Context: an optimization exercise on an open-source flow, tuned for small area, a short achievable clock period and few clock cycles per item. The choices shown serve that exercise and are no tape-out recipe. Only simulation tests tie the RTL to the original design; equivalence was not proved. Power and IR drop assume default switching activity.

==> inputs of run a <==
==> flow/design.v (excerpt) <==
module conf_raymap (
    input  wire        clk,
    input  wire        rst,
    input  wire [12:0] cfg_hogels_x,
    input  wire [12:0] cfg_hogels_y,
    input  wire [4:0]  cfg_views_u,
    input  wire [4:0]  cfg_views_v,
    input  wire [1:0]  cfg_lens_type,
    input  wire [1:0]  cfg_layout,
    input  wire [1:0]  cfg_view_flip,
    input  wire [7:0]  cfg_slant_p,
    input  wire [4:0]  cfg_slant_q,
    input  wire [14:0] cfg_pitch_x,
    input  wire [14:0] cfg_pitch_y,
    input  wire        req_valid,
    output wire        req_ready,
    input  wire [15:0] req_px,
    input  wire [15:0] req_py,
    input  wire [1:0]  req_k,
    output wire        map_req,
    output wire [23:0] map_addr,
    input  wire        map_ack,
    input  wire [63:0] map_data,
    output wire        res_valid,
    input  wire        res_ready,
    output wire [1:0]  res_kind,
    output wire [29:0] res_ray,
    output wire [1:0]  res_colour
);
  ...
==> flow/config.mk <==
export PLATFORM = sky130hd
export DESIGN_NAME = conf_raymap
export DESIGN_NICKNAME = conf_raymap
export VERILOG_FILES = /design/flow/design.v
export SDC_FILE = /design/flow/constraint.sdc
export NUM_CORES = 4
export LEC_CHECK = 0
export ABC_CLOCK_PERIOD_IN_PS = 5000
export CAP_MARGIN = 20
export CORE_MARGIN = 2
export CORE_UTILIZATION = 40
export SLEW_MARGIN = 20
export TNS_END_PERCENT = 100
==> flow/constraint.sdc <==
create_clock -name core_clock -period 20.0 [get_ports {clk}]
set_input_delay 4.0000 -clock core_clock [delete_from_list [all_inputs] [get_ports {clk}]]
set_output_delay 4.0000 -clock core_clock [all_outputs]
set_load 0.01 [all_outputs]
standard.sh (not shown) runs the stock make flow with config.mk's settings and CLKGATE_MAP_FILE= SYNTH_SCRIPT=/design/flow/synth_recipe.tcl, a recipe that flattens the netlist after the stock synthesis.
==> flow/flow/run.sh <==
#!/bin/bash
# Standard layout, with timing repair aiming well below the clock period.
set -euo pipefail
export SETUP_SLACK_MARGIN=${MARGIN:-12}
bash standard.sh > standard.log 2>&1
==> run b: changes against run a <==
--- a/flow/design.v
+++ b/flow/design.v
@@ -95,12 +95,13 @@
     reg [1:0]  c_lens, c_lay, c_flip;
     reg [5:0]  c_pabs;
     reg        c_pneg;
     reg [4:0]  c_q;
     reg [14:0] c_px, c_py;
     reg [8:0]  c_nuv;
+    reg [18:0] c_b256, c_b768;    
     wire [7:0] pneg_in = 8'd0 - cfg_slant_p;
     always @(posedge clk) begin
         if (rst) begin
             c_hx   <= cfg_hogels_x;
             c_hy   <= cfg_hogels_y;
             c_nu   <= cfg_views_u;
@@ -111,12 +112,14 @@
             c_pneg <= cfg_slant_p[7];
             c_pabs <= cfg_slant_p[7] ? pneg_in[5:0] : cfg_slant_p[5:0];
             c_q    <= cfg_slant_q;
             c_px   <= cfg_pitch_x;
             c_py   <= cfg_pitch_y;
             c_nuv  <= cfg_views_u * cfg_views_v;
+            c_b256 <= {cfg_pitch_x, 4'd0} - 19'd1;
+            c_b768 <= {cfg_pitch_x, 4'd0} - 19'd3;
         end
     end
     wire        lens0 = (c_lens == 2'd0);
     wire        lens1 = (c_lens == 2'd1);
     wire        lens2 = (c_lens == 2'd2);
     wire        mode3 = !lens1 && c_lay[1];
@@ -204,12 +207,13 @@
             m_b   <= {3'b000, m_b[12:3]};
             if (m_b[12:3] == 10'd0) m_busy <= 1'b0;
         end
     end
     reg [25:0] k256q, k768q;
     reg [14:0] k256r, k768r;
+    reg [14:0] k256c, k768c;    
     reg [24:0] kdyq;
     reg [14:0] kdyr;
     reg signed [15:0] kdsq;
     reg [4:0]  kdsr;
     reg         l_v    [0:2];
     reg  [15:0] l_px   [0:2];
@@ -280,30 +284,31 @@
     wire        s_same = (h_px == L_px) && (h_k == L_k);
     wire        s_nk   = !mode3 && (h_px == L_px) && (h_k == L_k + 2'd1);
     wire        s_np   = (h_pm == {1'b0, L_px}) && (mode3 || (h_k == 2'd0 && L_k == 2'd2));
     wire        lhit   = L_v && (h_py == L_py) && (s_same || s_nk || s_np);
     wire        u256   = !lens1 && (s_nk || (s_np && !mode3));
     wire        u768   = s_np && (mode3 || lens1);
-    wire [15:0] r256 = {1'b0, L_axr} + {1'b0, k256r};
-    wire [15:0] r768 = {1'b0, L_axr} + {1'b0, k768r};
-    wire        c256 = (r256 >= {1'b0, c_px});
-    wire        c768 = (r768 >= {1'b0, c_px});
-    wire [14:0] ar256 = c256 ? (r256[14:0] - c_px) : r256[14:0];
-    wire [14:0] ar768 = c768 ? (r768[14:0] - c_px) : r768[14:0];
+    wire        c256 = (L_axr >= k256c);
+    wire        c768 = (L_axr >= k768c);
+    wire [14:0] ar256 = c256 ? (L_axr - k256c) : (L_axr + k256r);
+    wire [14:0] ar768 = c768 ? (L_axr - k768c) : (L_axr + k768r);
     wire [27:0] aq256a = L_axq + {2'd0, k256q};
     wire [27:0] aq256b = L_axq + {2'd0, k256q} + 28'd1;
     wire [27:0] aq768a = L_axq + {2'd0, k768q};
     wire [27:0] aq768b = L_axq + {2'd0, k768q} + 28'd1;
     wire [27:0] aq256 = c256 ? aq256b : aq256a;
     wire [27:0] aq768 = c768 ? aq768b : aq768a;
     wire [27:0] axq_n = u256 ? aq256 : u768 ? aq768 : L_axq;
     wire [14:0] axr_n = u256 ? ar256 : u768 ? ar768 : L_axr;
     wire signed [32:0] x256 = L_x + 33'sd256;
     wire signed [32:0] x768 = L_x + 33'sd768;
     wire signed [32:0] xn   = u256 ? x256 : u768 ? x768 : L_x;
-    wire        inr    = !xn[32] && (xn < $signed({6'd0, c_px, 12'd0}));
+    wire        inr0   = !L_x[32] && (L_x[32:12] < {6'd0, c_px});
+    wire        inr256 = ($signed(L_x[32:8]) >= -25'sd1) && ($signed(L_x[32:8]) < $signed({6'd0, c_b256}));
+    wire        inr768 = ($signed(L_x[32:8]) >= -25'sd3) && ($signed(L_x[32:8]) < $signed({6'd0, c_b768}));
+    wire        inr    = u256 ? inr256 : u768 ? inr768 : inr0;
     wire        need_ax = !L_yunm && inr && !L_axv;
     reg         v_r2;
     reg         r2_unm;
     reg  [11:0] r2_hx, r2_hy;
     reg  [15:0] r2_xlow, r2_ylow;
     reg  [14:0] r2_xr, r2_yr;
@@ -365,18 +370,22 @@
     wire [28:0] ay_nb  = {1'b0, L_hy, L_ylow} + {4'd0, kdyq} + 29'd1;
     wire [28:0] ay_n   = cy ? ay_nb : ay_na;
     wire [11:0] hy_n   = ay_n[27:16];
     wire [5:0]  ss     = {1'b0, L_sr} + {1'b0, kdsr};
     wire        csl    = (ss >= {1'b0, c_q});
     wire [4:0]  sr_n   = csl ? (ss[4:0] - c_q) : ss[4:0];
-    wire signed [31:0] s_n = L_s + kdsq + $signed({31'd0, csl});
+    wire signed [31:0] s_na = L_s + kdsq;
+    wire signed [31:0] s_nb = L_s + kdsq + 32'sd1;
+    wire signed [31:0] s_n  = csl ? s_nb : s_na;
     wire        hy_same = (L_hy == t_ohy);
     wire        hy_inc  = (L_hy == t_ohy + 12'd1);
     wire [23:0] rb_inc  = L_rb + {11'd0, c_hx};
     wire [16:0] r3w     = {1'b0, k256r, 1'b0} + {2'b0, k256r};
     wire [1:0]  c3      = (r3w >= {1'b0, c_px, 1'b0}) ? 2'd2 : (r3w >= {2'b0, c_px}) ? 2'd1 : 2'd0;
+    wire [16:0] px3     = {2'b0, c_px} + {1'b0, c_px, 1'b0};
+    wire [16:0] k3c     = ((t_c3 == 2'd2) ? px3 : (t_c3 == 2'd1) ? {1'b0, c_px, 1'b0} : {2'b0, c_px}) - r3w;
     wire        lx_inr = !L_x[32] && (L_x < $signed({6'd0, c_px, 12'd0}));
     wire signed [16:0] cxa     = $signed({3'd0, hpx}) + f_dx;
     wire signed [16:0] cya     = $signed({3'd0, hpy}) + f_dy;
     wire [16:0] cxn = 17'd0 - cxa;
     wire [16:0] cyn = 17'd0 - cya;
     wire [15:0] cxm = cxa[16] ? cxn[15:0] : cxa[15:0];
@@ -452,12 +461,14 @@
                 end
                 S_PRE2: begin
                     t_c3  <= c3;
                     state <= S_PRE3;
                 end
                 S_PRE3: if (!dx_busy) begin
+                    k256c <= c_px - k256r;
+                    k768c <= k3c[14:0];
                     k768q <= {k256q[24:0], 1'b0} + k256q + {24'd0, t_c3};
                     k768r <= r3w[14:0] - ((t_c3 == 2'd2) ? {c_px[13:0], 1'b0} : (t_c3 == 2'd1) ? c_px : 15'd0);
                     kdsq  <= lens0 ? dx_quot[15:0] : 16'sd0;
                     kdsr  <= lens0 ? dx_rem[4:0] : 5'd0;
                     state <= S_RUN;
                 end
==> flow/flow/run.sh (replaced) <==
#!/bin/bash
# Standard layout, with timing repair aiming well below the clock period.
set -euo pipefail
export SETUP_SLACK_MARGIN=${MARGIN:-13}
bash standard.sh > standard.log 2>&1
Settings changed: CORE_UTILIZATION 40 to 50.
==> summary.txt <==
initial antenna violation count=44; status=finished clean; syn_area_per_cell=10.6 sq um; mux contribution to synthesized area=1.82%; buffering overhead=3.67%; Seq group=7.73 mW
-- figures above: run b

==> summary.txt <==
final setup fails=0; most common cell after layout, fill and taps aside=edfxtp_1; most frequent cells in the layout=2634 x edfxtp_1, 2125 x inv_1, 1692 x nand2_1; initial antenna violation count=43; buffering overhead=2.29%; syn_area_per_cell=10.7 sq um; status=finished clean; Seq group=7.62 mW
-- figures above: run a

Testbench counts of run a, summed over its fixed seeds: cycles 18,113, items 11,520.
Testbench counts of run b, summed over its fixed seeds: cycles 18,113, items 11,520.

## afterwards: timing with drivers on the ports
How much do the figures lean on ideal ports? The routed layouts below were timed once more, with nothing changed but the port constraints. Step 1 sets driving cells, clkbuf_16 on the clock port and buf_2 on the other inputs (assumed; they add their load-dependent delay and slew). Step 2 adds t to the input delays and takes it off the output delays; t is the mean of the earliest and latest rising clock arrival at the registers after step 1. Input paths then give back, and output paths get back, about the clock's delay inside the block. Three values: ideal ports, drivers, drivers and shift; two values: the first two.
| run | shift t [ns] | slack for setup (ns) | worst hold slack (ns) | worst setup path at the end |
|---|---|---|---|---|
| run a | 1.081 | 12.263 / 12.263 / 11.525 | 0.400 / 0.400 / 0.400 | input to register |
| run b | 1.063 | 12.935 / 12.935 / 12.197 | 0.398 / 0.398 / 0.398 | input to register |
After both steps every run listed still meets setup and hold.
